Source: an optimization exercise on an open RTL-to-GDS flow (aim: small area, a short achievable clock period and few clock cycles per item). Production flows keep margins and buffers that such runs may drop.
The RTL was checked by simulation tests, not by an equivalence proof against the original design.

--- flow/design.v ---
module aes_sbox_a (
    input  wire [7:0]  a,
    output wire [11:0] p
);
    function [3:0] gf4_mul;
        input [3:0] a;
        input [3:0] b;
        reg   [6:0] r;
        begin
            r = ({7{b[0]}} & {3'b0, a}) ^ ({7{b[1]}} & {2'b0, a, 1'b0}) ^
                ({7{b[2]}} & {1'b0, a, 2'b0}) ^ ({7{b[3]}} & {a, 3'b0});
            if (r[6]) r = r ^ 7'b1001100;
            if (r[5]) r = r ^ 7'b0100110;
            if (r[4]) r = r ^ 7'b0010011;
            gf4_mul = r[3:0];
        end
    endfunction
    wire [7:0] m;    
    assign m[0] = a[0] ^ a[5] ^ a[7];
    assign m[1] = a[2];
    assign m[2] = a[2] ^ a[3] ^ a[4] ^ a[5] ^ a[6] ^ a[7];
    assign m[3] = a[3] ^ a[4];
    assign m[4] = a[4] ^ a[5] ^ a[6];
    assign m[5] = a[1] ^ a[4] ^ a[6] ^ a[7];
    assign m[6] = a[2] ^ a[3] ^ a[5] ^ a[7];
    assign m[7] = a[5] ^ a[7];
    wire [3:0] h = m[7:4];
    wire [3:0] l = m[3:0];
    wire [3:0] d = gf4_mul(gf4_mul(h, h), 4'd8) ^ gf4_mul(h, l) ^ gf4_mul(l, l);
    wire [3:0] di;
    assign di[0] = d[0] ^ d[1] ^ d[2] ^ (d[0] & d[2]) ^ (d[1] & d[2]) ^
                   (d[0] & d[1] & d[2]) ^ d[3] ^ (d[1] & d[2] & d[3]);
    assign di[1] = (d[0] & d[1]) ^ (d[0] & d[2]) ^ (d[1] & d[2]) ^ d[3] ^
                   (d[1] & d[3]) ^ (d[0] & d[1] & d[3]);
    assign di[2] = (d[0] & d[1]) ^ d[2] ^ (d[0] & d[2]) ^ d[3] ^
                   (d[0] & d[3]) ^ (d[0] & d[2] & d[3]);
    assign di[3] = d[1] ^ d[2] ^ d[3] ^ (d[0] & d[3]) ^ (d[1] & d[3]) ^
                   (d[2] & d[3]) ^ (d[1] & d[2] & d[3]);
    assign p = {h, l, di};
endmodule
module aes_sbox_b (
    input  wire [11:0] p,
    output wire [7:0]  y
);
    function [3:0] gf4_mul;
        input [3:0] a;
        input [3:0] b;
        reg   [6:0] r;
        begin
            r = ({7{b[0]}} & {3'b0, a}) ^ ({7{b[1]}} & {2'b0, a, 1'b0}) ^
                ({7{b[2]}} & {1'b0, a, 2'b0}) ^ ({7{b[3]}} & {a, 3'b0});
            if (r[6]) r = r ^ 7'b1001100;
            if (r[5]) r = r ^ 7'b0100110;
            if (r[4]) r = r ^ 7'b0010011;
            gf4_mul = r[3:0];
        end
    endfunction
    wire [3:0] h = p[11:8];
    wire [3:0] l = p[7:4];
    wire [3:0] di = p[3:0];
    wire [7:0] t = {gf4_mul(h, di), gf4_mul(h ^ l, di)};
    assign y[0] = ~(t[0] ^ t[2] ^ t[6]);
    assign y[1] = ~(t[0] ^ t[1] ^ t[2] ^ t[3] ^ t[4] ^ t[5]);
    assign y[2] = t[0] ^ t[3] ^ t[5] ^ t[6];
    assign y[3] = t[0] ^ t[2] ^ t[5];
    assign y[4] = t[0] ^ t[1] ^ t[3] ^ t[4] ^ t[5];
    assign y[5] = ~(t[1] ^ t[2] ^ t[3] ^ t[5] ^ t[6] ^ t[7]);
    assign y[6] = ~(t[4] ^ t[6] ^ t[7]);
    assign y[7] = t[1] ^ t[2];
endmodule
module aes_enc_core (
    input  wire         clk,
    input  wire         rst,         
    input  wire         in_valid,
    output wire         in_ready,
    input  wire         key_256,     
    input  wire [255:0] key,
    input  wire [127:0] block,
    output wire         out_valid,
    output wire [127:0] out_data
);
    function [7:0] xtime;
        input [7:0] b;
        xtime = {b[6:0], 1'b0} ^ (b[7] ? 8'h1b : 8'h00);
    endfunction
    function [31:0] mix_column;
        input [31:0] c;
        reg [7:0] a0, a1, a2, a3, t;
        begin
            a0 = c[31:24]; a1 = c[23:16]; a2 = c[15:8]; a3 = c[7:0];
            t = a0 ^ a1 ^ a2 ^ a3;
            mix_column[31:24] = a0 ^ t ^ xtime(a0 ^ a1);
            mix_column[23:16] = a1 ^ t ^ xtime(a1 ^ a2);
            mix_column[15:8]  = a2 ^ t ^ xtime(a2 ^ a3);
            mix_column[7:0]   = a3 ^ t ^ xtime(a3 ^ a0);
        end
    endfunction
    function [7:0] rcon;
        input       k256;
        input [3:0] r;
        reg   [3:0] i;
        begin
            i = k256 ? (r[0] ? ({1'b0, r[3:1]} + 4'd1) : 4'd0) : r;
            case (i)
                4'd1:    rcon = 8'h01;
                4'd2:    rcon = 8'h02;
                4'd3:    rcon = 8'h04;
                4'd4:    rcon = 8'h08;
                4'd5:    rcon = 8'h10;
                4'd6:    rcon = 8'h20;
                4'd7:    rcon = 8'h40;
                4'd8:    rcon = 8'h80;
                4'd9:    rcon = 8'h1b;
                4'd10:   rcon = 8'h36;
                default: rcon = 8'h00;
            endcase
        end
    endfunction
    reg [127:0] s;               
    reg [191:0] p;               
    reg [127:0] x;               
    reg [255:0] k0, k1, k2;      
    reg [31:0]  kw;              
    reg [47:0]  kp;              
    reg [31:0]  kt;              
    reg         v0, v1, v2;      
    reg         w0, w1, w2;      
    reg [3:0]   r0, r1, r2;      
    reg         f1, f2;          
    reg [127:0] out_q;
    reg         out_v;
    reg         ready;
    assign in_ready  = ready;
    assign out_valid = out_v;
    assign out_data  = out_q;
    wire [191:0] pa;
    wire [127:0] xb;
    wire [47:0]  kpa;
    wire [31:0]  ktb;
    genvar i;
    generate
        for (i = 0; i < 16; i = i + 1) begin : g_sbox
            aes_sbox_a u_a (.a(s[8*i +: 8]),   .p(pa[12*i +: 12]));
            aes_sbox_b u_b (.p(p[12*i +: 12]), .y(xb[8*i +: 8]));
        end
        for (i = 0; i < 4; i = i + 1) begin : g_ksbox
            aes_sbox_a u_a (.a(kw[8*i +: 8]),   .p(kpa[12*i +: 12]));
            aes_sbox_b u_b (.p(kp[12*i +: 12]), .y(ktb[8*i +: 8]));
        end
    endgenerate
    always @(posedge clk) begin
        p  <= pa;
        k1 <= k0;
        kp <= kpa;
        w1 <= w0;
        r1 <= r0;
        f1 <= (r0 == (w0 ? 4'd14 : 4'd10));
        x  <= xb;
        k2 <= k1;
        kt <= ktb ^ {rcon(w1, r1), 24'h0};
        w2 <= w1;
        r2 <= r1;
        f2 <= f1;
    end
    wire [127:0] y = x;
    wire [127:0] sr;
    generate
        for (i = 0; i < 16; i = i + 1) begin : g_shift
            localparam integer R = i % 4;
            localparam integer C = i / 4;
            localparam integer SRC = 4 * ((C + R) % 4) + R;
            assign sr[127-8*i -: 8] = y[127-8*SRC -: 8];
        end
    endgenerate
    wire [127:0] mc = {mix_column(sr[127:96]), mix_column(sr[95:64]),
                       mix_column(sr[63:32]),  mix_column(sr[31:0])};
    wire [127:0] ka  = k2[255:128];
    wire [127:0] kb  = k2[127:0];
    wire [31:0]  kt2 = kt;
    wire [31:0]  kp0 = ka[127:96];
    wire [31:0]  kp1 = kp0 ^ ka[95:64];
    wire [31:0]  kp2 = kp1 ^ ka[63:32];
    wire [31:0]  kp3 = kp2 ^ ka[31:0];
    wire [127:0] knew = {kp0 ^ kt2, kp1 ^ kt2, kp2 ^ kt2, kp3 ^ kt2};
    wire [127:0] rk   = w2 ? kb : knew;      
    wire       v_n = ready ? in_valid : (v2 && !f2);
    wire       w_n = ready ? key_256  : w2;
    wire [3:0] r_n = ready ? 4'd1     : r2 + 4'd1;
    wire        rot_c = !w2 || !r2[0];
    wire [31:0] kw_l  = key_256 ? key[31:0] : key[159:128];
    wire [31:0] kw_c  = rot_c ? {knew[23:0], knew[31:24]} : knew[31:0];
    always @(posedge clk) begin
        out_q <= sr ^ rk;
        s     <= (ready ? block : mc) ^ (ready ? key[255:128] : rk);
        k0    <= ready ? key : (w2 ? {kb, knew} : {knew, knew});
        kw    <= ready ? {kw_l[23:0], kw_l[31:24]} : kw_c;
        w0    <= w_n;
        r0    <= r_n;
    end
    wire early_s = v0  && w0  && (r0  < 4'd5);
    wire early_n = v_n && w_n && (r_n < 4'd5);
    always @(posedge clk) begin
        if (rst) begin
            v0    <= 1'b0;
            v1    <= 1'b0;
            v2    <= 1'b0;
            out_v <= 1'b0;
            ready <= 1'b1;
        end else begin
            v0    <= v_n;
            v1    <= v0;
            v2    <= v1;
            out_v <= v2 && f2;
            ready <= (!v1 || f1) && !early_s && !early_n;
        end
    end
endmodule
--- flow/flow/run.sh ---
#!/bin/bash
set -euo pipefail
W=$(pwd)
SETUP_MARGIN=${SETUP_MARGIN:-6.7}
bash standard.sh SYNTH_SCRIPT="$W/flow/synth.tcl" \
  BUFFER_PORTS_ARGS="-buffer_cell sky130_fd_sc_hd__buf_1" \
  SETUP_SLACK_MARGIN="$SETUP_MARGIN" finish > "$W/flow_make.log" 2>&1
--- flow/flow/synth.tcl ---
# The standard synthesis (synth_recipe.tcl), except that the technology
# mapping uses ABC's default liberty script (&nf mapper) in place of ORFS's
# abc_speed/abc_area scripts. Every other ABC argument ORFS passes is kept.
proc synth {args} { yosys synth -nofsm -noshare {*}$args }
proc abc {args} {
  set a {}
  set skip 0
  foreach x $args {
    if {$skip} { set skip 0; continue }
    if {$x eq "-script"} { set skip 1; continue }
    lappend a $x
  }
  yosys abc {*}$a
}
source $::env(SCRIPTS_DIR)/synth.tcl
# left out here: clear keep_hierarchy, flatten, clean up, hide names made inside functions, write 1_2_yosys.v
--- flow/standard.sh ---
#!/bin/bash
# synth_recipe.tcl (not shown) runs the flow's synth.tcl, then flattens the netlist and writes it again
# the make line also repeats each setting of config.mk as NAME=value (left out here)
make -C /OpenROAD-flow-scripts/flow DESIGN_CONFIG=/design/flow/config.mk WORK_HOME=/design/flow/orfs CLKGATE_MAP_FILE= SYNTH_SCRIPT=/design/flow/synth_recipe.tcl "${@:-finish}"
--- flow/config.mk ---
export PLATFORM = sky130hd
export DESIGN_NAME = aes_enc_core
export DESIGN_NICKNAME = aes_enc_core
export VERILOG_FILES = /design/flow/design.v
export SDC_FILE = /design/flow/constraint.sdc
export NUM_CORES = 4
export LEC_CHECK = 0
export CAP_MARGIN = 20
export CORE_MARGIN = 2
export CORE_UTILIZATION = 40
export SLEW_MARGIN = 20
--- flow/constraint.sdc ---
create_clock -name core_clock -period 10.0 [get_ports {clk}]
set_input_delay 2.0000 -clock core_clock [delete_from_list [all_inputs] [get_ports {clk}]]
set_output_delay 2.0000 -clock core_clock [all_outputs]
set_load 0.01 [all_outputs]
==> results of run 1 <==
-- through the flow --
stage,util (%),instances,area (µm²),hold WS [ns]
2_1_floorplan,-,6852,66000,0.310
3_3_place_gp,42.8,9419,70400,0.310
3_5_place_dp,42.8,9420,70400,0.312
4_1_cts,46.5,9709,76500,0.312
5_1_grt,47.1,9744,77500,0.313
6_report,47.1,9749,77500,0.306
-- timing repair --
| action | CTS | global route |
|---|---|---|
| buffers inserted | 6 | 34 |
| pin swaps | 3 | 28 |
| hold buffers | 0 | 0 |
| endpoints found under the setup margin | 146 | 73 |
| gates cloned | 0 | 1 |
| gates resized for setup | 240 | 143 |
-- layout make-up --
class	count	area, µm²
tap	2189	2740
clock buffer	221	4560
fill	15516	86900
sequential	1478	29700
timing repair buffer	587	2990
clock inverter	62	847
multi-input combinational	5113	36300
antenna	5	12.5
inverter	94	353
-- cell usage in the layout (no fill, tap or decap), types with 68 or more instances in the layout --
master / netlist / final
a21oi_1: 252 / 252
buf_1: 4 / 395
buf_2: 4 / 72
buf_4: 2 / 68
clkbuf_16: 0 / 160
dfxtp_1: 1478 / 1399
inv_1: 90 / 90
mux2i_1: 78 / 76
nand2_1: 1124 / 1123
nor2_1: 444 / 443
o21ai_0: 351 / 348
xnor2_1: 1749 / 1692
xnor2_2: 22 / 79
xor2_1: 753 / 722
-- sequential cells by signal, indices dropped and copies added (netlist names), 48 cells and up --
| signal | flops |
|---|---|
| kp | 48 |
| k1 | 256 |
| k2 | 256 |
| p | 192 |
| k0 | 256 |
| out_q | 128 |
| s | 128 |
| x | 128 |
-- worst paths after layout --
| kind | start | to | cells after the start |
|---|---|---|---|
| max | out_q[21] | out_data[21] | 1 |
| min | k1[182] | k2[182] | 0 |
| max reg2reg | kt[4] | s[4] | 7 |
| min reg2reg | k1[182] | k2[182] | 0 |
-- logic make-up (layout without fill, tap and decap cells) --
logic type / after synthesis / in the layout / share of synthesized area, %
and+or+nand+nor: 1709 / 1709 / 10.2
adders and majority gates: 26 / 26 / 0.493
DFF: 1478 / 1478 / 44.8
muxes: 78 / 78 / 1.18
other: 0 / 5 / 0
AOI/OAI and AO/OA: 706 / 706 / 5.78
xor gates and xnor gates: 2593 / 2594 / 36.0
buffers and inverters: 262 / 964 / 1.51
-- layer usage --
layer  share of wire [%]  up-vias  wire length, µm
li1                    -    22687                -
met1                  46    22421            96300
met2                  44     1463            93200
met3                 5.6      308            11800
met4                 3.9        4             8170
met5               0.013        -               27
==> results_dict.tcl, run 1 <==
set metrics [dict create \
    tns_ns 0 \
    ys_warn_count 3 \
    die_w_um 410 \
    gp_congestion 0.944 \
    worstPathRequired_ns 8.00 \
    hold_viol_final 0 \
    clockBufferDepth 3 \
    ant_nets 0 \
    pin_count 518 \
    synth_area_leaders "dfxtp_1, xnor2_1, xor2_1" \
    rsz0062_at_grt "true" \
    timing.final.crit_period_ns 3.37 \
    grt_pass1_vias 44969 \
    antenna_found_initial 17 \
    grt-ovfl-total 0 \
    fmax_mhz 297 \
    max_stage_delay_ns 0.43 \
    route.detailed.drc 0 \
    synth_edf_count 0 \
    arrival_ns 1.37 \
    synthesis.nets 7266 \
    setup.worst_path.end_class "output pin" \
    slowest_stage "dfxtp_4" \
    setup.worst_path.start_class "flop" \
    grt_max_degree 171 \
    postSynthCellCount 6852 \
    path_cells "buf_6" \
    start_util_pct 40.2 \
    critPathTopFamily "flip-flops" \
    drive_above_1_share_pct 9.31 \
    yosys.cell_count.top_type "xnor2_1" \
    avgSynthCellArea_um2 9.64 \
    fin_crit_sh_pct 33.7 \
    io_buffers 517 \
    synth_area_mm2 0.0660 \
    dieArea_mm2 0.168 \
    outcome "finished clean" \
    critical_path_buf_inv_count 1 \
    clk_pin_slew_ns 0.06 \
    crit_type "reg -> out" \
    grt_use_met1_pct 33.7 \
    cap_violations 0 \
    layout.nets 7845 \
    yosysSeqAreaShare_pct 44.8 \
    synth_commonest_cells "xnor2_1, dfxtp_1, nand2_1, xor2_1, nor2_1" \
    grt_use_total_pct 24.2 \
    drt-pass1-iter-count 6 \
    die_y_um 410 \
    via_per_inst 4.81 \
    clk_latency_ns 0.82 \
    met3_usage_pct 3.45 \
    synth.top_cell.area_share_pct 44.8 \
    cts_tree "built" \
    clock_sinks 1478 \
    grt_pass1_wl_um 300000 \
    worst_slew_pin_slew_ns 1.23 \
    wl_per_cell_um 21.5 \
    grt-busiest-layer "met2" \
    dp_slack_ns 6.37 \
    synth_cell_types 64 \
    routed_wl_um 209000 \
    yosys.area.top_type "dfxtp_1" \
    max_slew_margin_pct 17.4 \
    syn2layout_area_growth_pct 17.4 \
    place_hpwl_um 166000 \
    worst_slack_ns 6.63 \
    cts_buffers 157 \
    setup_viol 0 \
    htree_levels 4 \
    synth_seq_cells 1478 \
    synth_ff_type "dfxtp_1" \
    slew_violations 0 \
    finClkSkew_ns 0.0596 \
    core_area_mm2 0.164 \
    drtIter0Drc 3685 \
    vias 46883 \
    async_flop_share_pct 0 \
    r2r_setup_slack_ns 6.76 \
    hp-class "reg -> reg" \
    cp_max_fo 1 \
    root_buffer "clkbuf_16" \
    rows 149 \
    use_met2_pct 37.9 \
]
Testbench counts, summed over its fixed seeds: cycles 78,409, items 6,400.
==> run 2: changes to the inputs <==
==> flow/flow/run.sh (replaced) <==
#!/bin/bash
set -euo pipefail
W=$(pwd)
SETUP_MARGIN=${SETUP_MARGIN:-6.9}
bash standard.sh SYNTH_SCRIPT="$W/flow/synth.tcl" \
  BUFFER_PORTS_ARGS="-buffer_cell sky130_fd_sc_hd__buf_1" \
  SETUP_SLACK_MARGIN="$SETUP_MARGIN" finish > "$W/flow_make.log" 2>&1
--- a/flow/config.mk
+++ b/flow/config.mk
@@ -8,4 +8,6 @@
 export CAP_MARGIN = 20
 export CORE_MARGIN = 2
 export CORE_UTILIZATION = 40
+export CTS_CLUSTER_DIAMETER = 100
+export CTS_CLUSTER_SIZE = 30
 export SLEW_MARGIN = 20
==> run 2 against run 1 <==
Effect of this change:
- synthesized cell count stayed put
- via count is 0.93% lower
- die area stayed put
- maximum frequency is 3.2% higher
- still clean on timing, DRC and antenna
- clock skew is 0.0067 ns lower
- first-iteration DRC count is 4.5% higher
- utilization is 0.87 points lower
- non-clock buffer count is 82 higher
- hold slack better by 0.0064 ns
- final cell count is 1.1% lower
- critical endpoint is now out_data[53]
==> results_dict.tcl, run 2 <==
set metrics [dict create \
    outcome "finished clean" \
    yosysSeqAreaShare_pct 44.8 \
    synthesis.nets 7266 \
    hold_buffers 0 \
    min_to "k2[49]" \
    worst_slew_pin_slew_ns 1.17 \
    crit_type "reg -> out" \
    dieArea_mm2 0.168 \
    fmax_mhz 306 \
    syn2layout_area_growth_pct 15.2 \
    clock_sinks 1478 \
    postSynthCellCount 6852 \
    vias 46447 \
    io_buffers 517 \
    cts_tree "built" \
    start_util_pct 40.2 \
    tns_ns 0 \
    avgSynthCellArea_um2 9.64 \
    arrival_ns 1.27 \
    slowest_stage "dfxtp_4" \
    setup_viol 0 \
    wl_per_cell_um 21.9 \
    clk_pin_slew_ns 0.12 \
    hp-start "k1[49]" \
    grt_pass1_wl_um 300000 \
    rows 149 \
    synth_commonest_cells "xnor2_1, dfxtp_1, nand2_1, xor2_1, nor2_1" \
    slew_violations 0 \
    async_flop_share_pct 0 \
    route.detailed.drc 0 \
    synth_seq_cells 1478 \
    core_area_mm2 0.164 \
    setup.worst_path.end_class "output pin" \
    reg_top3 "k0 (256), k1 (256), k2 (256)" \
    cp_max_fo 1 \
    max_slew_margin_pct 22.2 \
    routed_wl_um 211000 \
    drt-pass1-iter-count 6 \
    yosys.cell_count.top_type "xnor2_1" \
    r2r_start "k2[224]" \
    antenna_found_initial 9 \
    yosys.area.top_type "dfxtp_1" \
    hp-class "reg -> reg" \
    fin_crit_sh_pct 32.7 \
    synth_cell_types 64 \
    setup.worst_path.start_class "flop" \
    clockBufferDepth 3 \
    grt-ovfl-total 0 \
    ys_warn_count 3 \
    synth_edf_count 0 \
    place_hpwl_um 168000 \
    hold_viol_final 0 \
    layout.nets 7835 \
    gp_congestion 0.934 \
    r2r_setup_slack_ns 6.93 \
    root_buffer "clkbuf_16" \
    cap_violations 0 \
    finClkSkew_ns 0.0529 \
    ant_nets 0 \
    critical_path_buf_inv_count 1 \
    die_y_um 410 \
    drive_above_1_share_pct 10.6 \
    max_stage_delay_ns 0.42 \
    synth_area_leaders "dfxtp_1, xnor2_1, xor2_1" \
    worstPathRequired_ns 8.00 \
    synth_area_mm2 0.0660 \
    path_cells "buf_6" \
    grt_max_degree 217 \
    layout_common_cells "xnor2_1, dfxtp_1, nand2_1" \
    rsz0062_at_grt "true" \
    cts_buffers 66 \
    via_per_inst 4.82 \
    clk_latency_ns 0.72 \
    timing.final.crit_period_ns 3.27 \
    drtIter0Drc 3850 \
    htree_levels 3 \
    pin_count 518 \
    critPathTopFamily "flip-flops" \
    grt_pass1_vias 44838 \
    die_w_um 410 \
    final_common_cell "xnor2_1" \
    synth.top_cell.area_share_pct 44.8 \
    worstReg2RegEnd "s[64]" \
    hold_depth 0 \
    rr_worst_depth 6 \
    synth_ff_type "dfxtp_1" \
    grt_use_total_pct 24.2 \
    hold_slack_ns 0.312 \
]
-- run 2: cell types whose count changed in the layout (fill, tap and decap cells not counted), moves of 28 or more --
cell	before	now
dfxtp_2	67	123
clkbuf_1	28	0
clkbuf_8	33	2
buf_4	68	144
xnor2_1	1692	1649
clkbuf_16	160	71
xnor2_2	79	113
buf_6	46	81
dfxtp_1	1399	1322
-- run 2: final cells by class --
type / instances / area (µm²)
clock buffer: 73 / 1800
sequential: 1478 / 29900
inverter: 94 / 354
fill: 15696 / 88400
multi-input combinational: 5112 / 37100
timing repair buffer: 669 / 3820
tap: 2189 / 2740
antenna: 5 / 12.5
clock inverter: 18 / 399
-- run 2: cells by family (layout without fill, tap and decap cells) --
kind of cell | Yosys count | after routing | synth area share (%)
mux | 78 | 78 | 1.18
compound gates | 706 | 706 | 5.78
flops | 1478 | 1478 | 44.8
fa+ha+maj | 26 | 26 | 0.493
other cells | 0 | 5 | 0
simple gates | 1709 | 1709 | 10.2
buf+inv | 262 | 854 | 1.51
xor+xnor | 2593 | 2593 | 36.0
-- run 2: worst max path at each step --
stage,from,end,slack (ns),cells after the start
after floorplan,s[108],p[157],6.94,12
after global placement,key_256,ready,6.54,5
after detailed placement,s[76],p[109],6.47,11
after CTS,out_q[21],out_data[21],6.68,1
after global routing,out_q[21],out_data[21],6.68,1
final,out_q[53],out_data[53],6.73,1
-- run 2: repair_timing --
item | in CTS | in global routing
gates resized for setup | 383 | 262
buffers inserted | 32 | 83
setup endpoints to repair | 249 | 183
pin swaps | 27 | 81
-- run 2: routing by layer --
metal,up-vias,track usage [%],share of wire (%)
met1,22304,33.3,45
met2,1328,39.1,46
li1,22548,-,-
met3,265,2.82,5.4
met4,2,8.61,4.1
met5,-,0,0.0062
-- run 2: stage by stage --
step                      cell area (µm²)  std cells  worst slack (ns)  utilization (%)
after floorplan                     66000       6852              6.94                -
after global placement              70400       9427              6.54             42.8
after detailed placement            70400       9427              6.47             42.8
after CTS                           74200       9550              6.68             45.1
after global routing                76100       9633              6.68             46.3
final                               76100       9638              6.73             46.3
==> run 3: changes to the inputs <==
==> flow/flow/run.sh (replaced) <==
#!/bin/bash
set -euo pipefail
W=$(pwd)
SETUP_MARGIN=${SETUP_MARGIN:-7.0}
bash standard.sh SYNTH_SCRIPT="$W/flow/synth.tcl" \
  BUFFER_PORTS_ARGS="-buffer_cell sky130_fd_sc_hd__buf_1" \
  SETUP_SLACK_MARGIN="$SETUP_MARGIN" finish > "$W/flow_make.log" 2>&1
--- a/flow/config.mk
+++ b/flow/config.mk
@@ -7,7 +7,8 @@
 export LEC_CHECK = 0
 export CAP_MARGIN = 20
 export CORE_MARGIN = 2
-export CORE_UTILIZATION = 40
-export CTS_CLUSTER_DIAMETER = 100
+export CORE_UTILIZATION = 55
+export CTS_CLUSTER_DIAMETER = 60
 export CTS_CLUSTER_SIZE = 30
+export PLACE_DENSITY_LB_ADDON = 0.1
 export SLEW_MARGIN = 20
==> run 3 against run 2 <==
Effect of this change:
- wire length is 5.0% lower
- clock-buffer cell count is 43 higher
- clock skew is 0.018 ns higher
- via count is 1.7% higher
- utilization is 19 points higher
- non-clock buffer count is 29 higher
- critical endpoint is now out_data[32]
- design area is 3.3% higher
==> results_dict.tcl, run 3 <==
set metrics [dict create \
    worstPathRequired_ns 8.00 \
    place_hpwl_um 155000 \
    cap_violations 0 \
    grt-ovfl-total 0 \
    gp_congestion 0.932 \
    core_area_mm2 0.119 \
    synth_ff_type "dfxtp_1" \
    hp-start "k1[158]" \
    hold_viol_final 0 \
    synth_area_mm2 0.0660 \
    setup.worst_path.end_class "output pin" \
    max_slew_margin_pct 20.2 \
    arrival_ns 1.27 \
    wl_per_cell_um 21.7 \
    path_cells "buf_6" \
    synth.top_cell.area_share_pct 44.8 \
    clockBufferDepth 3 \
    io_buffers 517 \
    antenna_found_initial 7 \
    grt_max_degree 194 \
    crit_type "reg -> out" \
    htree_levels 3 \
    reg_top3 "k0 (256), k1 (256), k2 (256)" \
    tns_ns 0 \
    worstSetupStartpoint "out_q[32]" \
    vias 47249 \
    fmax_mhz 306 \
    r2r_start "kw[18]" \
    rows 127 \
    ys_warn_count 3 \
    yosysSeqAreaShare_pct 44.8 \
    synth_seq_cells 1478 \
    postPlaceCellArea_mm2 0.0697 \
    fin_crit_sh_pct 32.7 \
    cts_buffers 113 \
    root_buffer "clkbuf_16" \
    grt_pass1_vias 45031 \
    yosys.area.top_type "dfxtp_1" \
    finClkSkew_ns 0.0710 \
    synth_cell_types 64 \
    max_stage_delay_ns 0.38 \
    die_y_um 351 \
    cp_max_fo 1 \
    postSynthCellCount 6852 \
    setup.worst_path.start_class "flop" \
    ant_nets 0 \
    avgSynthCellArea_um2 9.64 \
    layout.nets 7911 \
    syn2layout_area_growth_pct 19.0 \
    grt_pass1_wl_um 286000 \
    critical_path_buf_inv_count 1 \
    drt-pass1-iter-count 6 \
    dieArea_mm2 0.123 \
    timing.final.crit_period_ns 3.27 \
    setup_viol 0 \
    fin_area_mm2 0.0786 \
    drtIter0Drc 3494 \
    route.detailed.drc 0 \
    outcome "finished clean" \
    critPathTopFamily "flip-flops" \
    start_util_pct 55.3 \
    async_flop_share_pct 0 \
    slowest_stage "dfxtp_4" \
    synth_commonest_cells "xnor2_1, dfxtp_1, nand2_1, xor2_1, nor2_1" \
    final_common_cell "xnor2_1" \
    rsz0062_at_grt "true" \
    yosys.cell_count.top_type "xnor2_1" \
    hp-class "reg -> reg" \
    grt_use_total_pct 31.5 \
    die_w_um 351 \
    synth_edf_count 0 \
    synth_area_leaders "dfxtp_1, xnor2_1, xor2_1" \
    worst_slew_pin_slew_ns 1.19 \
    clk_pin_slew_ns 0.11 \
    clk_latency_ns 0.77 \
    synthesis.nets 7266 \
    cts_tree "built" \
    layout_common_cells "xnor2_1, dfxtp_1, nand2_1" \
    slew_violations 0 \
    clock_sinks 1478 \
    via_per_inst 5.13 \
    pin_count 518 \
    routed_wl_um 200000 \
    drive_above_1_share_pct 13.5 \
]
[run 3: cell families after synthesis]
kind of cell | share of synthesized area, %
compound gates | 5.78
fa+ha+maj | 0.493
simple gates | 10.2
buf+inv | 1.51
mux | 1.18
flops | 44.8
xor+xnor | 36.0
[run 3: what timing repair did]
item / CTS / global route
buffers inserted: 53 / 102
hold buffers: 0 / 0
resized for setup: 419 / 318
endpoints found under the setup margin: 360 / 202
pin swaps: 45 / 109
[run 3: area by class of cell]
cell class	count	area, µm²
fillers	9764	40900
multi-input cells	5112	37600
flip-flops and latches	1478	29900
repair buffers	698	4070
clock buffers	116	2900
well taps	1612	2020
clock inverters	100	1730
inverters	94	355
diodes	6	15.0
[run 3: path summary, 6_finish.rpt]
check	depth (start not counted)	endpoint	slack [ns]
worst max-delay path	1	out_data[32]	6.73
worst max register to register	11	kp[27]	6.91
worst min register to register	0	k2[158]	0.30
worst min-delay path	0	k2[158]	0.30
[run 3: layer usage]
metal  global-route usage, %  routed length, µm
met5                       0                 23
met4                    14.1              10200
met3                    4.58              12500
met2                    49.4              89300
met1                    43.2              88300
[run 3: stage by stage]
| step | hold slack [ns] | setup slack [ns] | std cells | utilization [%] |
|---|---|---|---|---|
| after floorplan | 0.310 | 7.01 | 6852 | - |
| after global placement | 0.310 | 6.24 | 8838 | 58.3 |
| after detailed placement | 0.312 | 6.29 | 8839 | 58.3 |
| after CTS | 0.304 | 6.70 | 9108 | 63.8 |
| after global routing | 0.303 | 6.70 | 9210 | 65.7 |
| final | 0.300 | 6.73 | 9216 | 65.7 |
==> run 4: changes to the inputs <==
==> flow/flow/run.sh (replaced) <==
#!/bin/bash
set -euo pipefail
W=$(pwd)
SETUP_MARGIN=${SETUP_MARGIN:-6.6}
bash standard.sh SYNTH_SCRIPT="$W/flow/synth.tcl" \
  BUFFER_PORTS_ARGS="-buffer_cell sky130_fd_sc_hd__buf_1" \
  SETUP_SLACK_MARGIN="$SETUP_MARGIN" finish > "$W/flow_make.log" 2>&1
--- a/flow/config.mk
+++ b/flow/config.mk
@@ -7,8 +7,7 @@
 export LEC_CHECK = 0
 export CAP_MARGIN = 20
 export CORE_MARGIN = 2
-export CORE_UTILIZATION = 55
-export CTS_CLUSTER_DIAMETER = 60
-export CTS_CLUSTER_SIZE = 30
-export PLACE_DENSITY_LB_ADDON = 0.1
+export CORE_UTILIZATION = 45
+export CTS_CLUSTER_DIAMETER = 80
+export CTS_CLUSTER_SIZE = 25
 export SLEW_MARGIN = 20
==> run 4 against run 3 <==
Effect of this change:
- still clean
- sequential share of layout area up 2.1 points
- die area up 22%
- via count decreased by 2.3%
- synthesized cell count stayed put
- clock-buffer cell count shrank 23
- largest cell class unchanged
==> results_dict.tcl, run 4 <==
set metrics [dict create \
    cp_max_fo 1 \
    clock_sinks 1478 \
    critical_path_buf_inv_count 1 \
    clk_pin_slew_ns 0.10 \
    cts_buffers 84 \
    hold_viol_final 0 \
    grt_pass1_vias 45094 \
    grt_pass1_wl_um 296000 \
    setup_viol 0 \
    synth_adder_area_share_pct 0.493 \
    fin_crit_sh_pct 33.3 \
    fill_cells 13630 \
    avgSynthCellArea_um2 9.64 \
    yosysSeqAreaShare_pct 44.8 \
    layout.nets 7756 \
    synth_edf_count 0 \
    synth_area_mm2 0.0660 \
    synth_top_family_by_area "XOR/XNOR gates" \
    cap_violations 0 \
    dieArea_mm2 0.150 \
    gp_congestion 0.929 \
    setup.worst_path.end_class "output pin" \
    synthesis.nets 7266 \
    multi_input_area_mm2 0.0361 \
    timing.final.crit_period_ns 3.33 \
    htree_levels 3 \
    io_buffers 517 \
    critPathTopFamily "flip-flops" \
    grt_use_total_pct 26.6 \
    reg_top3 "k0 (256), k1 (256), k2 (256)" \
    rows 140 \
    dp.cells 9150 \
    syn2layout_area_growth_pct 11.8 \
    synth_cell_types 64 \
    grt-ovfl-total 0 \
    ant_nets 0 \
    crit_type "reg -> out" \
    clockBufferDepth 3 \
    finClkSkew_ns 0.0500 \
    pin_count 518 \
    drt-pass1-iter-count 8 \
    async_flop_share_pct 0 \
    vias 46146 \
    slew_violations 0 \
    path_cells "buf_1" \
    die_y_um 387 \
    outcome "finished clean" \
    yosys.area.top_type "dfxtp_1" \
    synth_seq_cells 1478 \
    layout_common_cells "xnor2_1, dfxtp_1, nand2_1" \
    die_w_um 387 \
    drive_above_1_share_pct 4.68 \
    final_common_cell "xnor2_1" \
    rsz0062_at_grt "false" \
    worstPathRequired_ns 8.00 \
    muxShareOfSynthArea_pct 1.18 \
    route.detailed.drc 0 \
    postSynthCellCount 6852 \
    grt_max_degree 194 \
    arrival_ns 1.33 \
    synth-xor-area-share_pct 36.0 \
    routed_wl_um 203000 \
    tns_ns 0 \
    slowest_stage "dfxtp_1" \
    synth_compound_area_share_pct 5.78 \
    fmax_mhz 300 \
    synth_commonest_cells "xnor2_1, dfxtp_1, nand2_1, xor2_1, nor2_1" \
    max_slew_margin_pct 13.1 \
    synth-simple-area-share_pct 10.2 \
    postLayoutCoreUtil_pct 50.7 \
    seqCellArea_mm2 0.0296 \
    max_stage_delay_ns 0.42 \
    antenna_found_initial 10 \
    ys_warn_count 3 \
    place_hpwl_um 164000 \
    stdcell_count 9320 \
    worst_slew_pin_slew_ns 1.29 \
    drtIter0Drc 3120 \
    root_buffer "clkbuf_16" \
    hp-class "reg -> reg" \
    setup.worst_path.start_class "flop" \
    clk_latency_ns 0.74 \
    start_util_pct 45.3 \
    yosys.cell_count.top_type "xnor2_1" \
    synth.top_cell.area_share_pct 44.8 \
    core_area_mm2 0.146 \
    via_per_inst 4.95 \
    synth_area_leaders "dfxtp_1, xnor2_1, xor2_1" \
    wl_per_cell_um 21.8 \
    cts_tree "built" \
    synth_ff_type "dfxtp_1" \
]
[run 4: what timing repair did]
| action | 4_1_cts | 5_1_grt |
|---|---|---|
| cloned | 0 | 0 |
| endpoints found under the setup margin | 107 | 58 |
| pin swaps | 2 | 13 |
| hold buffers | 0 | 0 |
| setup buffers | 6 | 17 |
| gates resized for setup | 19 | 88 |
[run 4: worst paths after layout]
path / startpoint / endpoint / slack, ns / cells after the start
setup / recovery: out_q[65] / out_data[65] / 6.67 / 1
hold / removal: k0[195] / k1[195] / 0.30 / 0
setup reg to reg: kt[17] / s[17] / 6.73 / 7
hold reg to reg: k0[195] / k1[195] / 0.30 / 0
[run 4: routing by layer]
layer	track usage [%]	vias to the layer above	wire length, µm
li1	-	22458	-
met1	36.5	22042	92200
met4	9.62	4	7680
met2	42.7	1373	91700
met3	3.58	269	11800
met5	0	-	27
[run 4: per-stage QoR]
stage               setup WS (ns)  instance area [µm²]  hold WS (ns)
floorplan                    6.88                66000         0.310
global placement             6.36                70000         0.310
detailed placement           6.34                70000         0.312
CTS                          6.60                73200         0.315
global route                 6.59                73800         0.317
finish                       6.67                73800         0.305
[run 4: cell type report]
cell class	count	area share, %
Multi-Input combinational cell	5112	48.8
Clock buffer	93	3.02
Antenna cell	7	0.0237
Sequential cell	1478	40.1
Clock inverter	47	1.03
Inverter	94	0.478
Tap cell	1917	3.25
Timing Repair Buffer	572	3.26
[run 4: cells by family (layout without fill, tap and decap cells)]
group                    count (synthesis)  after routing
multiplexers                            78             78
XOR/XNOR                              2593           2593
flip-flops                            1478           1478
AO/OA/AOI/OAI                          706            706
AND/OR/NAND/NOR                       1709           1709
adder cells (fa/ha/maj)                 26             26
buffers and inverters                  262            806
other                                    0              7
[run 4: worst register-to-register path: stages (launching register included)]
cell	delay (ns)
dfxtp_1	0.48
xor2_1	0.12
xnor2_1	0.85
xor2_1	0.43
nor2_1	0.20
a21oi_1	0.08
o21ai_0	0.83
xnor2_1	0.15
==> run 5: changes to the inputs <==
==> flow/flow/run.sh (replaced) <==
#!/bin/bash
set -euo pipefail
W=$(pwd)
SETUP_MARGIN=${SETUP_MARGIN:-6.9}
bash standard.sh SYNTH_SCRIPT="$W/flow/synth.tcl" \
  BUFFER_PORTS_ARGS="-buffer_cell sky130_fd_sc_hd__buf_1" \
  SETUP_SLACK_MARGIN="$SETUP_MARGIN" finish > "$W/flow_make.log" 2>&1
==> run 5 against run 4 <==
Effect of this change:
- wire length is 0.58% lower
- synthesized cell count stayed put
- utilization is 1.7 points higher
- critical path type unchanged
- largest cell class unchanged
==> results_dict.tcl, run 5 <==
set metrics [dict create \
    wl_met3_um 11400 \
    yosys.cell_count.top_type "xnor2_1" \
    synth.top_cell.area_share_pct 44.8 \
    core_area_mm2 0.146 \
    rows 140 \
    slowest_stage "dfxtp_4" \
    grt_pass1_wl_um 291000 \
    drive_above_1_share_pct 10.8 \
    layout.nets 7842 \
    seqCellArea_mm2 0.0298 \
    layout_common_cells "xnor2_1, dfxtp_1, nand2_1" \
    start_util_pct 45.3 \
    dieArea_mm2 0.150 \
    worstPathRequired_ns 8.00 \
    die_w_um 387 \
    synthesis.nets 7266 \
    clk_latency_ns 0.74 \
    drt-pass1-iter-count 5 \
    avgSynthCellArea_um2 9.64 \
    die_y_um 387 \
    multi_input_area_mm2 0.0372 \
    top_layer_used "met5" \
    critPathTopFamily "flip-flops" \
    tns_ns 0 \
    postSynthCellCount 6852 \
    hold_buffers 0 \
    synth_area_leaders "dfxtp_1, xnor2_1, xor2_1" \
    synth_cell_types 64 \
    pin_count 518 \
    max_slew_margin_pct 14.1 \
    max_stage_delay_ns 0.42 \
    cts_buffers 82 \
    arrival_ns 1.27 \
    outcome "finished clean" \
    postLayoutCoreUtil_pct 52.3 \
    clockBufferDepth 3 \
    gp_congestion 0.924 \
    async_flop_share_pct 0 \
    ys_warn_count 3 \
    m1WireLength_um 91100 \
    cp_max_fo 1 \
    syn2layout_area_growth_pct 15.5 \
    hold_viol_final 0 \
    path_cells "buf_6" \
    grt-ovfl-total 0 \
    synth_commonest_cells "xnor2_1, dfxtp_1, nand2_1, xor2_1, nor2_1" \
    hp-class "reg -> reg" \
    final_common_cell "xnor2_1" \
    place_hpwl_um 159000 \
    synth_ff_type "dfxtp_1" \
    route.detailed.drc 0 \
    grt_pass1_vias 44719 \
    setup_viol 0 \
    ant_nets 0 \
    yosysSeqAreaShare_pct 44.8 \
    reg_top3 "k0 (256), k1 (256), k2 (256)" \
    synth_area_mm2 0.0660 \
    drtIter0Drc 3525 \
    fmax_mhz 305 \
    finClkSkew_ns 0.0449 \
    fin_area_mm2 0.0763 \
    root_buffer "clkbuf_16" \
    wl_per_cell_um 21.5 \
    synth_seq_cells 1478 \
    yosys.area.top_type "dfxtp_1" \
    setup.worst_path.start_class "flop" \
    setup.worst_path.end_class "output pin" \
    rsz0062_at_grt "true" \
    vias 46339 \
    via_per_inst 4.93 \
    slew_violations 0 \
    critical_path_buf_inv_count 1 \
    grt_max_degree 185 \
    worst_slew_pin_slew_ns 1.28 \
    synth_edf_count 0 \
    grt_use_total_pct 26.1 \
    cts_tree "built" \
    wl_met2_um 91100 \
    postPlaceCellArea_mm2 0.0701 \
    antenna_found_initial 9 \
    timing.final.crit_period_ns 3.27 \
    clock_sinks 1478 \
    fin_crit_sh_pct 32.7 \
    htree_levels 3 \
    crit_type "reg -> out" \
    io_buffers 517 \
    cap_violations 0 \
    clk_pin_slew_ns 0.10 \
    fill_cells 13426 \
    routed_wl_um 202000 \
]
==> run 5: cell types whose count changed in the layout (fill, tap and decap cells not counted), moves of 54 or more <==
cell	previous run	this run
buf_1	517	387
xnor2_1	1708	1645
xnor2_2	59	113
buf_4	48	132
dfxtp_2	19	118
dfxtp_1	1457	1335
buf_6	5	83
==> run 5: stage by stage <==
step	hold WS [ns]	instances	setup WS, ns
global placement	0.310	9150	6.17
detailed placement	0.312	9150	6.13
global route	0.321	9392	6.69
floorplan	0.310	6852	6.94
finish	0.311	9397	6.73
CTS	0.312	9312	6.68
==> run 5: what timing repair did <==
action,CTS,global route
pin swaps,27,77
setup buffers,31,79
cloned,1,0
endpoints found under the hold margin,0,0
endpoints found under the setup margin,274,211
gates resized for setup,352,283
==> run 5: final timing paths <==
path / from / to / slack [ns] / cells past startpoint
worst max-delay path: out_q[22] / out_data[22] / 6.73 / 1
worst min-delay path: k0[68] / k1[68] / 0.31 / 0
worst max register to register: s[110] / p[159] / 6.93 / 12
worst min register to register: k0[68] / k1[68] / 0.31 / 0
==> run 5: layout make-up <==
type,instances,share of cell area [%]
multi-input cells,5113,48.7
flip-flops and latches,1478,39.1
repair buffers,659,4.93
well taps,1917,3.15
clock buffers,92,2.86
clock inverters,38,0.732
inverters,94,0.464
diodes,6,0.0197
==> run 5: cells by family (layout without fill, tap and decap cells) <==
| kind of cell | Yosys count | count (layout) | synth area share [%] |
|---|---|---|---|
| adders and majority gates | 26 | 26 | 0.493 |
| muxes | 78 | 78 | 1.18 |
| buffers and inverters | 262 | 883 | 1.51 |
| DFF | 1478 | 1478 | 44.8 |
| xor gates and xnor gates | 2593 | 2594 | 36.0 |
| and+or+nand+nor | 1709 | 1709 | 10.2 |
| other | 0 | 6 | 0 |
| AOI/OAI and AO/OA | 706 | 706 | 5.78 |
==> run 5: metal layers <==
metal / vias up / track usage [%]
met5: - / 0
met4: 2 / 9.69
met3: 293 / 3.48
met2: 1344 / 41.6
met1: 22085 / 36.0
li1: 22615 / -
==> run 6: changes to the inputs <==
==> flow/flow/run.sh (replaced) <==
#!/bin/bash
set -euo pipefail
W=$(pwd)
SETUP_MARGIN=${SETUP_MARGIN:-6.75}
bash standard.sh SYNTH_SCRIPT="$W/flow/synth.tcl" \
  BUFFER_PORTS_ARGS="-buffer_cell sky130_fd_sc_hd__buf_1" \
  SETUP_SLACK_MARGIN="$SETUP_MARGIN" finish > "$W/flow_make.log" 2>&1
==> run 6 against run 5 <==
Effect of this change:
- still clean
- non-clock buffer count shrank 60
- die area is the same
- clock skew grew 0.0051 ns
- wire length grew 1.1%
- sequential cell count is the same
- critical endpoint is now out_data[53]
==> results_dict.tcl, run 6 <==
set metrics [dict create \
    gp_congestion 0.929 \
    cp_max_fo 1 \
    rows 140 \
    grt-busiest-layer "met2" \
    worst_slack_ns 6.76 \
    crit_type "reg -> out" \
    core_area_mm2 0.146 \
    r2r_setup_slack_ns 6.84 \
    critical_path_buf_inv_count 1 \
    worstReg2RegEnd "p[183]" \
    synth_seq_cells 1478 \
    drt-pass1-iter-count 5 \
    route.detailed.drc 0 \
    clk_pin_slew_ns 0.09 \
    synth_cell_types 64 \
    seqCellArea_mm2 0.0297 \
    yosysSeqAreaShare_pct 44.8 \
    die_w_um 387 \
    arrival_ns 1.24 \
    syn2layout_area_growth_pct 13.1 \
    setup.worst_path.start_class "flop" \
    pin_count 518 \
    wl_per_cell_um 21.9 \
    synth_area_mm2 0.0660 \
    ant_nets 0 \
    max_slew_margin_pct 19.6 \
    outcome "finished clean" \
    synth_commonest_cells "xnor2_1, dfxtp_1, nand2_1, xor2_1, nor2_1" \
    async_flop_share_pct 0 \
    setup.worst_path.end_class "output pin" \
    routed_wl_um 204000 \
    layout_common_cells "xnor2_1, dfxtp_1, nand2_1" \
    die_y_um 387 \
    synth_area_leaders "dfxtp_1, xnor2_1, xor2_1" \
    reg_top3 "k0 (256), k1 (256), k2 (256)" \
    dp_slack_ns 6.34 \
    vias 46147 \
    met3_usage_pct 3.56 \
    synth_edf_count 0 \
    clk_latency_ns 0.74 \
    rr_worst_depth 11 \
    hp-start "k0[195]" \
    cts_buffers 84 \
    grt_use_met1_pct 36.5 \
    dieArea_mm2 0.150 \
    cts_tree "built" \
    place_hpwl_um 164000 \
    fmax_mhz 309 \
    min_to "k1[195]" \
    clock_sinks 1478 \
    start_util_pct 45.3 \
    path_cells "buf_6" \
    max_stage_delay_ns 0.39 \
    worst_slew_pin_slew_ns 1.20 \
    finClkSkew_ns 0.0500 \
    drtIter0Drc 3117 \
    tns_ns 0 \
    drive_above_1_share_pct 7.44 \
    hold_buffers 0 \
    yosys.area.top_type "dfxtp_1" \
    hold_depth 0 \
    r2r_start "s[122]" \
    antenna_found_initial 8 \
    yosys.cell_count.top_type "xnor2_1" \
    multi_input_area_mm2 0.0364 \
    cap_violations 0 \
    grt_pass1_wl_um 297000 \
    slowest_stage "dfxtp_4" \
    grt-ovfl-total 0 \
    avgSynthCellArea_um2 9.64 \
    fin_crit_sh_pct 32.4 \
    layout.nets 7784 \
    synth_ff_type "dfxtp_1" \
    synthesis.nets 7266 \
    grt_max_degree 194 \
    clockBufferDepth 3 \
    hp-class "reg -> reg" \
    fill_cells 13535 \
    critPathTopFamily "flip-flops" \
    timing.final.crit_period_ns 3.24 \
    via_per_inst 4.94 \
    use_met2_pct 42.8 \
    worstPathRequired_ns 8.00 \
    slew_violations 0 \
    final_common_cell "xnor2_1" \
    root_buffer "clkbuf_16" \
    grt_pass1_vias 45231 \
    grt_use_total_pct 26.6 \
    setup_viol 0 \
    ys_warn_count 3 \
    postSynthCellCount 6852 \
    htree_levels 3 \
    hold_viol_final 0 \
    rsz0062_at_grt "true" \
    postLayoutCoreUtil_pct 51.3 \
    hold_slack_ns 0.307 \
    io_buffers 517 \
    synth.top_cell.area_share_pct 44.8 \
]
## run 6: worst max-delay path by stage
stage                     slack [ns]            to  startpoint  cells past startpoint
after CTS                       6.68      in_ready       ready                      1
after detailed placement        6.34         s[56]       ready                      5
after floorplan                 6.88        p[183]      s[124]                     11
final                           6.76  out_data[53]   out_q[53]                      1
after global routing            6.55        p[183]      s[127]                     11
after global placement          6.36         s[34]       ready                      7
## run 6: cells by family (layout without fill, tap and decap cells)
| group | count (synthesis) | count (layout) | synth area share [%] |
|---|---|---|---|
| buffers and inverters | 262 | 833 | 1.51 |
| and+or+nand+nor | 1709 | 1709 | 10.2 |
| other | 0 | 7 | 0 |
| DFF | 1478 | 1478 | 44.8 |
| muxes | 78 | 78 | 1.18 |
| adders and majority gates | 26 | 26 | 0.493 |
| AOI/OAI and AO/OA | 706 | 706 | 5.78 |
| xor gates and xnor gates | 2593 | 2594 | 36.0 |
## run 6: stage by stage
step | std cells | area (µm²)
3_3_place_gp | 9150 | 70000
5_1_grt | 9341 | 74700
2_1_floorplan | 6852 | 66000
4_1_cts | 9308 | 73600
3_5_place_dp | 9150 | 70000
6_report | 9348 | 74700
## run 6: metal layers
metal | vias up | routed length (µm) | part of all wire (%)
li1 | 22508 | - | -
met1 | 22078 | 93200 | 46
met2 | 1301 | 92200 | 45
met3 | 258 | 11200 | 5.5
met4 | 2 | 7800 | 3.8
met5 | - | 13 | 0.0064
## run 6: worst register-to-register path, cell delays in order (launching register included)
cell and delay (ns):
dfxtp_1 0.49, xor2_1 0.34, xnor2_1 0.30, nor2b_1 0.23
xnor2_1 0.16, xnor2_1 0.16, xnor2_1 0.14, xnor2_2 0.32
ha_1 0.27, xor3_1 0.41, nor2_1 0.12, xor2_1 0.15
## run 6: area by class of cell
| type | instances | area share [%] |
|---|---|---|
| Tap cell | 1917 | 3.21 |
| Inverter | 94 | 0.472 |
| Clock buffer | 93 | 2.98 |
| Timing Repair Buffer | 599 | 3.77 |
| Clock inverter | 47 | 1.02 |
| Multi-Input combinational cell | 5113 | 48.8 |
| Sequential cell | 1478 | 39.8 |
| Antenna cell | 7 | 0.0234 |
## run 6: timing repair
item,CTS,global route
endpoints found under the setup margin,259,126
pin swaps,13,25
cloned,0,1
hold endpoints to repair,0,0
buffers inserted,18,32
gates resized for setup,169,159
==> run 7: changes to the inputs <==
--- a/flow/config.mk
+++ b/flow/config.mk
@@ -9,5 +9,5 @@
 export CORE_MARGIN = 2
 export CORE_UTILIZATION = 45
 export CTS_CLUSTER_DIAMETER = 80
-export CTS_CLUSTER_SIZE = 25
+export CTS_CLUSTER_SIZE = 30
 export SLEW_MARGIN = 20
==> run 7 against run 6 <==
Effect of this change:
- sequential cell count unchanged
- utilization about the same
- first-iteration DRC count down 5.3%
- largest cell class unchanged
- design area about the same
- sequential share of layout area about the same
- clock skew is 0.011 ns higher
- maximum frequency fell by 0.57%
==> results_dict.tcl, run 7 <==
set metrics [dict create \
    rsz0062_at_grt "true" \
    yosysSeqAreaShare_pct 44.8 \
    avgSynthCellArea_um2 9.64 \
    multi_input_area_mm2 0.0364 \
    fill_cells 13508 \
    hp-start "k0[195]" \
    stdcell_count 9345 \
    dp.cells 9150 \
    critPathTopFamily "flip-flops" \
    clk_pin_slew_ns 0.11 \
    grt-ovfl-total 0 \
    antenna_found_initial 12 \
    dieArea_mm2 0.150 \
    final_common_cell "xnor2_1" \
    setup.worst_path.start_class "flop" \
    hold_slack_ns 0.309 \
    hold_depth 0 \
    drive_above_1_share_pct 7.99 \
    place_hpwl_um 164000 \
    worst_slew_pin_slew_ns 1.21 \
    wl_per_cell_um 21.9 \
    max_stage_delay_ns 0.41 \
    start_util_pct 45.3 \
    hold_buffers 0 \
    slew_violations 0 \
    setup.worst_path.end_class "output pin" \
    drtIter0Drc 2953 \
    clock_sinks 1478 \
    synth_cell_types 64 \
    hp-class "reg -> reg" \
    tns_ns 0 \
    r2r_start "s[44]" \
    cp_max_fo 1 \
    yosys.area.top_type "dfxtp_1" \
    synth_area_mm2 0.0660 \
    slowest_stage "dfxtp_4" \
    ant_nets 0 \
    clockBufferDepth 3 \
    via_per_inst 4.94 \
    gp_congestion 0.929 \
    grt_max_degree 194 \
    synth.top_cell.area_share_pct 44.8 \
    routed_wl_um 205000 \
    clk_latency_ns 0.74 \
    io_buffers 517 \
    max_slew_margin_pct 18.8 \
    layout.nets 7778 \
    ys_warn_count 3 \
    layout_common_cells "xnor2_1, dfxtp_1, nand2_1" \
    die_w_um 387 \
    synth_commonest_cells "xnor2_1, dfxtp_1, nand2_1, xor2_1, nor2_1" \
    timing.final.crit_period_ns 3.26 \
    grt_pass1_vias 45024 \
    cts_buffers 79 \
    rows 140 \
    setup_viol 0 \
    vias 46136 \
    route.detailed.drc 0 \
    drt-pass1-iter-count 5 \
    htree_levels 3 \
    seqCellArea_mm2 0.0297 \
    crit_type "reg -> out" \
    critical_path_buf_inv_count 1 \
    die_y_um 387 \
    grt_use_total_pct 26.6 \
    root_buffer "clkbuf_16" \
    pin_count 518 \
    worstPathRequired_ns 8.00 \
    synth_seq_cells 1478 \
    fmax_mhz 307 \
    synthesis.nets 7266 \
    min_to "k1[195]" \
    cts_tree "built" \
    postSynthCellCount 6852 \
    synth_area_leaders "dfxtp_1, xnor2_1, xor2_1" \
    grt_pass1_wl_um 297000 \
    hold_viol_final 0 \
    path_cells "buf_6" \
    syn2layout_area_growth_pct 13.2 \
    rr_worst_depth 11 \
    outcome "finished clean" \
    yosys.cell_count.top_type "xnor2_1" \
    core_area_mm2 0.146 \
    arrival_ns 1.26 \
    synth_ff_type "dfxtp_1" \
    cap_violations 0 \
    synth_edf_count 0 \
    async_flop_share_pct 0 \
    reg_top3 "k0 (256), k1 (256), k2 (256)" \
    worstReg2RegEnd "p[63]" \
    r2r_setup_slack_ns 6.86 \
    fin_crit_sh_pct 32.6 \
    finClkSkew_ns 0.0610 \
]
-- run 7: layer usage --
layer | vias up | GRT usage [%] | part of all wire, %
li1 | 22495 | - | -
met4 | 4 | 9.37 | 3.8
met1 | 22045 | 36.8 | 46
met2 | 1331 | 42.9 | 45
met5 | - | 0 | 0.013
met3 | 261 | 3.36 | 5.3
-- run 7: worst max path at each step --
stage	start	slack (ns)	cells after the start	endpoint
finish	out_q[53]	6.74	1	out_data[53]
global route	s[27]	6.67	10	p[39]
CTS	ready	6.70	1	in_ready
detailed placement	ready	6.34	5	s[56]
global placement	ready	6.36	7	s[34]
floorplan	s[124]	6.88	11	p[183]
-- run 7: layout make-up --
| cell class | instances | share of cell area [%] |
|---|---|---|
| tap | 1917 | 3.21 |
| timing repair buffer | 598 | 3.89 |
| clock buffer | 87 | 2.82 |
| antenna | 8 | 0.0268 |
| clock inverter | 50 | 1.09 |
| sequential | 1478 | 39.8 |
| multi-input combinational | 5113 | 48.7 |
| inverter | 94 | 0.472 |
-- run 7: timing repair --
| item | CTS | global route |
|---|---|---|
| hold endpoints to repair | 0 | 0 |
| resized for setup | 208 | 172 |
| setup endpoints to repair | 281 | 129 |
| buffers inserted | 17 | 32 |
| pin swaps | 12 | 24 |
| cloned | 0 | 1 |
-- run 7: stage by stage --
step / util (%) / setup WS [ns] / cell area, µm²
floorplan: - / 6.88 / 66000
global placement: 48.0 / 6.36 / 70000
detailed placement: 48.1 / 6.34 / 70000
CTS: 50.6 / 6.70 / 73700
global route: 51.3 / 6.67 / 74800
finish: 51.3 / 6.74 / 74800
-- run 7: kinds of logic (layout without fill, tap and decap cells) --
group / Yosys count / count (layout) / synth area share (%)
XOR/XNOR: 2593 / 2594 / 36.0
flip-flops: 1478 / 1478 / 44.8
adder cells (fa/ha/maj): 26 / 26 / 0.493
other: 0 / 8 / 0
AND/OR/NAND/NOR: 1709 / 1709 / 10.2
buffers and inverters: 262 / 829 / 1.51
multiplexers: 78 / 78 / 1.18
AO/OA/AOI/OAI: 706 / 706 / 5.78
==> run 8: changes to the inputs <==
==> flow/flow/run.sh (replaced) <==
#!/bin/bash
set -euo pipefail
W=$(pwd)
SETUP_MARGIN=${SETUP_MARGIN:-6.9}
export FLOW_ABC_SCRIPT="$W/flow/abc.script"
bash standard.sh SYNTH_SCRIPT="$W/flow/synth.tcl" \
  BUFFER_PORTS_ARGS="-buffer_cell sky130_fd_sc_hd__buf_1" \
  SETUP_SLACK_MARGIN="$SETUP_MARGIN" finish > "$W/flow_make.log" 2>&1
==> flow/flow/abc.script (new file) <==
strash
&get -n
&fraig -x
&put
scorr
dc2
dretime
strash
&get -n
&dch -f
&nf -D 10
&put
strash
&get -n
&dch -f
&nf -D 10
&put
==> flow/flow/synth.tcl (replaced) <==
# The standard synthesis (synth_recipe.tcl), except that the technology
# mapping uses flow/abc.script (ABC's default liberty script with the &nf
# mapping run twice) in place of ORFS's abc_speed/abc_area scripts. Every
# other ABC argument ORFS passes is kept.
proc synth {args} { yosys synth -nofsm -noshare {*}$args }
proc abc {args} {
  set a {}
  set skip 0
  foreach x $args {
    if {$skip} { set skip 0; continue }
    if {$x eq "-script"} { set skip 1; continue }
    lappend a $x
  }
  yosys abc -script $::env(FLOW_ABC_SCRIPT) {*}$a
}
source $::env(SCRIPTS_DIR)/synth.tcl
# left out here: clear keep_hierarchy, flatten, clean up, hide names made inside functions, write 1_2_yosys.v
--- a/flow/config.mk
+++ b/flow/config.mk
@@ -7,7 +7,8 @@
 export LEC_CHECK = 0
 export CAP_MARGIN = 20
 export CORE_MARGIN = 2
-export CORE_UTILIZATION = 45
+export CORE_UTILIZATION = 55
 export CTS_CLUSTER_DIAMETER = 80
-export CTS_CLUSTER_SIZE = 30
+export CTS_CLUSTER_SIZE = 25
+export PLACE_DENSITY_LB_ADDON = 0.1
 export SLEW_MARGIN = 20
==> run 8 against run 7 <==
Effect of this change:
- final cell count is 4.8% lower
- clock-buffer cell count is 2 lower
- clock skew is 0.031 ns lower
==> results_dict.tcl, run 8 <==
set metrics [dict create \
    finClkSkew_ns 0.0296 \
    synth_commonest_cells "xnor2_1, dfxtp_1, nand2_1, xor2_1, nor2_1" \
    htree_levels 3 \
    outcome "finished clean" \
    slew_violations 0 \
    die_y_um 347 \
    grt_max_degree 218 \
    cts_buffers 74 \
    routed_wl_um 187000 \
    synth.top_cell.area_share_pct 45.8 \
    yosys.area.top_type "dfxtp_1" \
    clk_latency_ns 0.69 \
    io_buffers 517 \
    fmax_mhz 310 \
    place_hpwl_um 145000 \
    root_buffer "clkbuf_16" \
    avgSynthCellArea_um2 9.77 \
    die_w_um 347 \
    layout.nets 7752 \
    slowest_stage "dfxtp_4" \
    synth_edf_count 0 \
    path_cells "buf_6" \
    grt_pass1_wl_um 271000 \
    fin_crit_sh_pct 32.2 \
    max_slew_margin_pct 22.9 \
    hold_buffers 0 \
    ant_nets 0 \
    synth_seq_cells 1478 \
    rsz0062_at_grt "true" \
    seqCellArea_mm2 0.0298 \
    postSynthCellCount 6612 \
    clk_pin_slew_ns 0.10 \
    syn2layout_area_growth_pct 15.5 \
    yosysSeqAreaShare_pct 45.8 \
    timing.final.crit_period_ns 3.22 \
    core_area_mm2 0.116 \
    critPathTopFamily "flip-flops" \
    synth_cell_types 44 \
    cts_tree "built" \
    synth_area_mm2 0.0646 \
    vias 45814 \
    layout_common_cells "xnor2_1, dfxtp_1, nand2_1" \
    clock_sinks 1478 \
    fin_area_mm2 0.0746 \
    cap_violations 0 \
    async_flop_share_pct 0 \
    hold_viol_final 0 \
    grt_use_total_pct 30.0 \
    gp_congestion 0.944 \
    wl_per_cell_um 21.1 \
    max_stage_delay_ns 0.40 \
    synthesis.nets 7026 \
    ys_warn_count 3 \
    crit_type "reg -> out" \
    fill_cells 9720 \
    via_per_inst 5.15 \
    stdcell_count 8895 \
    clockBufferDepth 3 \
    start_util_pct 55.5 \
    synth_ff_type "dfxtp_1" \
    grt_pass1_vias 43377 \
    setup.worst_path.end_class "output pin" \
    antenna_found_initial 13 \
    drive_above_1_share_pct 10.3 \
    dp.cells 8677 \
    arrival_ns 1.22 \
    rows 125 \
    cp_max_fo 4 \
    worst_slew_pin_slew_ns 1.15 \
    pin_count 518 \
    grt-ovfl-total 0 \
    tns_ns 0 \
    critical_path_buf_inv_count 1 \
    final_common_cell "xnor2_1" \
    route.detailed.drc 0 \
    worstPathRequired_ns 8.00 \
    multi_input_area_mm2 0.0366 \
    drtIter0Drc 3261 \
    reg_top3 "k0 (256), k1 (256), k2 (256)" \
    synth_area_leaders "dfxtp_1, xnor2_1, xor2_1" \
    yosys.cell_count.top_type "xnor2_1" \
    drt-pass1-iter-count 5 \
    setup.worst_path.start_class "flop" \
    hp-class "reg -> reg" \
    postPlaceCellArea_mm2 0.0688 \
    dieArea_mm2 0.120 \
    setup_viol 0 \
]
run 8: cell count changes after synthesis, moves of 22 or more:
cell      change
xnor2_2      -22
xor2_1       +24
inv_1        -90
nor2_1       -71
clkbuf_1    -158
clkinv_1     +84
a21oi_1      +42
run 8: worst paths after layout:
check           from        to  slack, ns  cells after the start
max            ready  in_ready       6.78                      1
max reg2reg  k2[231]      s[7]       6.86                      7
min reg2reg  k1[171]   k2[171]       0.31                      0
min          k1[171]   k2[171]       0.31                      0
run 8: final cells by class:
cell class,count,area share (%)
flip-flops and latches,1478,39.9
multi-input cells,5048,49.1
diodes,5,0.0168
clock buffers,85,2.66
inverters,86,0.443
well taps,1524,2.56
repair buffers,650,4.91
clock inverters,19,0.354
run 8: routing by layer:
layer  routed length (µm)  global-route usage (%)  vias up
met5                   13                       0        -
met4                 7190                    10.3        2
met3                 9790                    3.09      273
met2                86600                    48.7     1361
met1                83900                    41.6    21839
li1                     -                       -    22339
run 8: kinds of logic after synthesis:
| family | count (synthesis) | share of synthesized area (%) |
|---|---|---|
| adders and majority gates | 27 | 0.519 |
| buffers and inverters | 86 | 0.500 |
| and+or+nand+nor | 1625 | 9.86 |
| DFF | 1478 | 45.8 |
| AOI/OAI and AO/OA | 750 | 6.27 |
| muxes | 69 | 1.08 |
| xor gates and xnor gates | 2577 | 36.0 |
run 8: what timing repair did:
| item | in CTS | in global routing |
|---|---|---|
| pin swaps | 40 | 82 |
| cloned | 0 | 0 |
| endpoints found under the hold margin | 0 | 0 |
| endpoints found under the setup margin | 252 | 263 |
| setup buffers | 40 | 69 |
| resized for setup | 348 | 306 |
run 8: metrics by stage:
step	hold WS, ns	setup WS, ns	utilization, %
4_1_cts	0.315	6.62	62.4
3_5_place_dp	0.312	6.53	59.1
2_1_floorplan	0.310	4.24	-
3_3_place_gp	0.310	6.57	59.1
5_1_grt	0.323	6.71	64.1
6_report	0.311	6.78	64.1

-- static timing again, ports no longer ideal --
Ports are ideal in the flow. The routed layouts listed here were re-timed in OpenROAD. Step 1, drivers: a clkbuf_16 drives clk and a buf_2 each remaining input, both assumed. Step 2 adds t to the input delays and takes it off the output delays; t is the mean of the earliest and latest rising clock arrival at the registers after step 1. Input paths then give back, and output paths get back, about the clock's delay inside the block. Three values: no drivers, after step 1, after step 2; two values: the first two.
run	shift t [ns]	setup slack, ns	worst register clock-pin slew, ns	pins driven straight from the clock port
run 1	0.865	6.629 / 6.549 / 6.452	0.07 / 0.07	1
run 2	0.774	6.734 / 6.656 / 6.482	0.12 / 0.12	1
run 3	0.810	6.734 / 6.659 / 6.660	0.11 / 0.11	1
run 4	0.795	6.665 / 6.586 / 6.502	0.10 / 0.10	1
run 5	0.808	6.725 / 6.639 / 6.497	0.10 / 0.10	1
run 6	0.794	6.762 / 6.683 / 6.502	0.10 / 0.10	1
run 7	0.793	6.743 / 6.662 / 6.497	0.11 / 0.11	1
run 8	0.760	6.775 / 6.696 / 6.804	0.10 / 0.10	1
After both steps every run listed still meets setup and hold. For run 6, which loses most, drivers alone change the setup slack by -0.079 ns; drivers and shift together by -0.260 ns.
